Background: an optimization exercise with open tools, aiming at small area, a short achievable clock period and few clock cycles per item. Do not read the settings as production practice. In this exercise RTL edits were held to simulation tests only and were not proved equivalent to the original.

==> 07-10 <==
// rs72_dec
module rs72_dec (
  input  wire         clk,
  input  wire         rst,
  input  wire         in_valid,
  output wire         in_ready,
  input  wire [575:0] in_cw,
  input  wire         in_mode,
  output wire         out_valid,
  output wire [511:0] out_data,
  output wire [2:0]   out_nerr,
  output wire         out_fail
);
  function automatic [3:0] m16(input [3:0] a, input [3:0] b);
    reg [6:0] p;
    begin
      p[0] = a[0] & b[0];
      p[1] = (a[1] & b[0]) ^ (a[0] & b[1]);
      p[2] = (a[2] & b[0]) ^ (a[1] & b[1]) ^ (a[0] & b[2]);
      p[3] = (a[3] & b[0]) ^ (a[2] & b[1]) ^ (a[1] & b[2]) ^ (a[0] & b[3]);
      p[4] = (a[3] & b[1]) ^ (a[2] & b[2]) ^ (a[1] & b[3]);
      p[5] = (a[3] & b[2]) ^ (a[2] & b[3]);
      p[6] = a[3] & b[3];
      m16 = {p[3] ^ p[6], p[2] ^ p[5] ^ p[6], p[1] ^ p[4] ^ p[5], p[0] ^ p[4]};
    end
  endfunction
  function automatic [3:0] mulL(input [3:0] a);
    begin
      mulL[0] = a[1];
      mulL[1] = a[1] ^ a[2];
      mulL[2] = a[2] ^ a[3];
      mulL[3] = a[0] ^ a[3];
    end
  endfunction
  function automatic [3:0] sq16(input [3:0] a);
    begin
      sq16[0] = a[0] ^ a[2];
      sq16[1] = a[2];
      sq16[2] = a[1] ^ a[3];
      sq16[3] = a[3];
    end
  endfunction
  function automatic [7:0] gm(input [7:0] a, input [7:0] b);
    reg [3:0] p0, p1, p2;
    begin
      p1 = m16(a[7:4], b[7:4]);
      p0 = m16(a[3:0], b[3:0]);
      p2 = m16(a[7:4] ^ a[3:0], b[7:4] ^ b[3:0]);
      gm = {p2 ^ p0, p0 ^ mulL(p1)};
    end
  endfunction
  function automatic [7:0] gsq(input [7:0] a);
    begin
  ...
Settings: LEC_CHECK=0, CAP_MARGIN=20, CORE_MARGIN=2, CORE_UTILIZATION=30, PLACE_DENSITY=0.42, SETUP_SLACK_MARGIN=5, SLEW_MARGIN=20; clock period 10.0 ns.
run.sh (not shown) runs the stock make flow with config.mk's settings and CLKGATE_MAP_FILE= SYNTH_SCRIPT=/design/flow/synth_recipe.tcl, a recipe that flattens the netlist after the stock synthesis.
==> inputs of 04-06, as changes to 07-10 <==
--- a/flow/design.v
+++ b/flow/design.v
@@ -117,18 +117,20 @@
         4'hd: inv16 = 4'h4;
         4'he: inv16 = 4'h3;
         4'hf: inv16 = 4'h8;
       endcase
     end
   endfunction
-  function automatic [7:0] ginv(input [7:0] a);
-    reg [3:0] d, di;
+  function automatic [3:0] gnorm(input [7:0] a);
+    gnorm = mulL(sq16(a[7:4])) ^ m16(a[7:4], a[3:0]) ^ sq16(a[3:0]);
+  endfunction
+  function automatic [7:0] ginvn(input [7:0] a, input [3:0] d);
+    reg [3:0] di;
     begin
-      d  = mulL(sq16(a[7:4])) ^ m16(a[7:4], a[3:0]) ^ sq16(a[3:0]);
       di = inv16(d);
-      ginv = {m16(a[7:4], di), m16(a[7:4] ^ a[3:0], di)};
+      ginvn = {m16(a[7:4], di), m16(a[7:4] ^ a[3:0], di)};
     end
   endfunction
   reg [8:0] v;
   always @(posedge clk)
     if (rst) v <= 9'd0;
     else     v <= {v[7:0], in_valid};
@@ -10018,47 +10020,51 @@
   assign c6_cnt[0] = c6_t08[0] | c6_t47[0];
   assign c6_cnt[1] = c6_t08[1] | c6_t47[1] | (c6_t08[0] & c6_t47[0]);
   assign c6_cnt[2] = c6_t08[2] | c6_t47[2] | (c6_t08[0] & c6_t47[1]) | (c6_t08[1] & c6_t47[0]);
   assign c6_cnt[3] = c6_t08[3] | c6_t47[3] | (c6_t08[0] & c6_t47[2]) | (c6_t08[1] & c6_t47[1]) | (c6_t08[2] & c6_t47[0]);
   assign c6_cnt[4] = c6_t08[4] | c6_t47[4] | (c6_t08[0] & c6_t47[3]) | (c6_t08[1] & c6_t47[2]) | (c6_t08[2] & c6_t47[1]) | (c6_t08[3] & c6_t47[0]);
   wire [4:0] c6_nut = {1'b0, r5_nu == 3'd4, r5_nu >= 3'd3, r5_nu >= 3'd2, r5_nu != 3'd0};
+  wire [7:0] c6_den [0:3];
+  generate for (gp = 0; gp < 4; gp = gp + 1) begin : g_den
+    assign c6_den[gp] = r5_l1 ^ gm(r5_l3, r5_y2[gp]);
+  end endgenerate
   reg [511:0] r6_d;
   reg [7:0]   r6_y [0:3];
   reg [7:0]   r6_num [0:3];
   reg [7:0]   r6_den [0:3];
+  reg [3:0]   r6_dn [0:3];     
   reg [2:0]   r6_nu;
   reg         r6_f;
   always @(posedge clk) begin
     r6_d <= r5_d;
     for (i = 0; i < 4; i = i + 1) begin
       r6_y[i]   <= r5_y[i];
       r6_num[i] <= gred(gmu(r5_o[0], r5_yi[i]) ^ gmu(r5_o[2], r5_y[i]) ^ gmu(r5_o[3], r5_y2[i])) ^ r5_o[1];
-      r6_den[i] <= r5_l1 ^ gm(r5_l3, r5_y2[i]);
+      r6_den[i] <= c6_den[i];
+      r6_dn[i]  <= gnorm(c6_den[i]);
     end
     r6_nu <= r5_nu;
     r6_f  <= r5_f | (c6_cnt != c6_nut);
   end
   reg [511:0] r7_d;
   reg [7:0]   r7_y [0:3];
-  reg [7:0]   r7_num [0:3];
-  reg [7:0]   r7_inv [0:3];
+  reg [7:0]   r7_e [0:3];
   reg [2:0]   r7_nu;
   reg         r7_f;
   always @(posedge clk) begin
     r7_d <= r6_d;
     for (i = 0; i < 4; i = i + 1) begin
-      r7_y[i]   <= r6_y[i];
-      r7_num[i] <= r6_num[i];
-      r7_inv[i] <= ginv(r6_den[i]);
+      r7_y[i] <= r6_y[i];
+      r7_e[i] <= gm(r6_num[i], ginvn(r6_den[i], r6_dn[i]));
     end
     r7_nu <= r6_nu;
     r7_f  <= r6_f;
   end
   wire [7:0] c8_e [0:3];
   generate for (gp = 0; gp < 4; gp = gp + 1) begin : g_e
-    assign c8_e[gp] = tob(gm(r7_num[gp], r7_inv[gp]));
+    assign c8_e[gp] = tob(r7_e[gp]);
   end endgenerate
   wire [511:0] c8_x;
   assign c8_x[7:0] = ({8{r7_y[0] == 8'h5b}} & c8_e[0]) | ({8{r7_y[1] == 8'h5b}} & c8_e[1]) | ({8{r7_y[2] == 8'h5b}} & c8_e[2]) | ({8{r7_y[3] == 8'h5b}} & c8_e[3]);
   assign c8_x[15:8] = ({8{r7_y[0] == 8'h18}} & c8_e[0]) | ({8{r7_y[1] == 8'h18}} & c8_e[1]) | ({8{r7_y[2] == 8'h18}} & c8_e[2]) | ({8{r7_y[3] == 8'h18}} & c8_e[3]);
   assign c8_x[23:16] = ({8{r7_y[0] == 8'h9f}} & c8_e[0]) | ({8{r7_y[1] == 8'h9f}} & c8_e[1]) | ({8{r7_y[2] == 8'h9f}} & c8_e[2]) | ({8{r7_y[3] == 8'h9f}} & c8_e[3]);
   assign c8_x[31:24] = ({8{r7_y[0] == 8'h89}} & c8_e[0]) | ({8{r7_y[1] == 8'h89}} & c8_e[1]) | ({8{r7_y[2] == 8'h89}} & c8_e[2]) | ({8{r7_y[3] == 8'h89}} & c8_e[3]);
==> flow/flow/run.sh (new file) <==
#!/bin/bash
set -euo pipefail
bash standard.sh SETUP_SLACK_MARGIN=6 finish > standard_flow.log 2>&1
==> flow/standard.sh (new file) <==
#!/bin/bash
# synth_recipe.tcl (not shown) runs the flow's synth.tcl, then flattens the netlist and writes it again
# the make line also repeats each setting of config.mk as NAME=value (left out here)
make -C /OpenROAD-flow-scripts/flow DESIGN_CONFIG=/design/flow/config.mk WORK_HOME=/design/flow/orfs CLKGATE_MAP_FILE= SYNTH_SCRIPT=/design/flow/synth_recipe.tcl "${@:-finish}"
CAP_MARGIN = 35   (was 20)
SETUP_SLACK_MARGIN = unset   (was 5)
SLEW_MARGIN = 35   (was 20)
removed: flow/run.sh
==> comparison <==
04-06 passed the timing, design-rule and antenna checks. 07-10 produced a layout that fails on max-capacitance violations, max-slew violations.
Of 07-10 and 04-06, 04-06 has the higher worst hold slack (gap 0.0036 ns).
Die area is about the same in 04-06 and 07-10.
In 07-10 the register-to-register slack is lower than in 04-06, by 1.1 ns.
In 04-06 the design area is larger than in 07-10, by about 10%.
Worst setup slack: 07-10 is worse than 04-06 (1.1 ns).
Synthesized area is about the same in 07-10 and 04-06.
Of 07-10 and 04-06, 04-06 has the higher non-clock buffer count (gap 1272).
==> figures <==
|  | 04-06 | 07-10 |
|---|---|---|
| Outcome | no timing/DRC/antenna violations | finished with violations |
| Violated checks | - | max-capacitance violations, max-slew violations |
| Endpoint arrival time on the critical path | 5.25 ns | 6.11 ns |
| Xor and xnor area share after synthesis | 42.5% | 42.4% |
| Post-synthesis instance total | 30300 | 30300 |
| CP dominant cell by count | sky130_fd_sc_hd__buf_12 | sky130_fd_sc_hd__xnor2_1 |
| Final clock-cell share | 5.24% | 5.82% |
| Growth of design area from synthesis to finish | 34.7% | 22.4% |
| GR met3 Demand/Resource | 12.8% | 12.6% |
| Overall routed net length | 2170 mm | 2110 mm |
| Final core utilization | 40.5% | 36.8% |
| Worst-case setup margin in the final layout | 5.78 ns | 4.72 ns |
| Worst hold-check slack | 0.209 ns | 0.205 ns |
| Worst R2R Start | r3_nu[3] | r3_S[0][7] |
| Fraction of final layout cells with drive strength greater than 1 | 22.6% | 12.8% |
| Count of routing violations after the opening detailed-route iteration | 38700 | 38800 |
| Crit path capture | r4_z[50] | r4_o[2][1] |
| Non-Filler Cell Area, Final | 393000 um^2 | 357000 um^2 |
| Non-Filler Instances | 48000 | 46100 |
Testbench counts of 07-10, summed over its fixed seeds: cycles 3,272, items 3,200.
Testbench counts of 04-06, summed over its fixed seeds: cycles 3,272, items 3,200.

static timing again, ports no longer ideal:
In the flow no input, the clock included, has a driving cell. The finished layouts below were timed again as built, in two steps. Step 1 sets driving cells, clkbuf_16 on the clock port and buf_2 on the other inputs (assumed; they add their load-dependent delay and slew). Step 2 times the ports against the registers' clock, not the clock port: input delays grow and output delays shrink by t, the midpoint of the rising clock arrivals with the driver on. Three values: ideal, step 1, step 2; two values: the first two.
run | t, ns | slack for setup (ns) | hold slack, ns | slew at the worst register clock pin (ns) | worst data-port slew with drivers (ns)
07-10 | 1.224 | 4.720 / 4.720 / 4.720 | 0.205 / 0.205 / 0.205 | 0.10 / 0.10 | 0.37
04-06 | 1.242 | 5.777 / 5.777 / 5.777 | 0.209 / 0.209 / 0.209 | 0.09 / 0.09 | 0.46
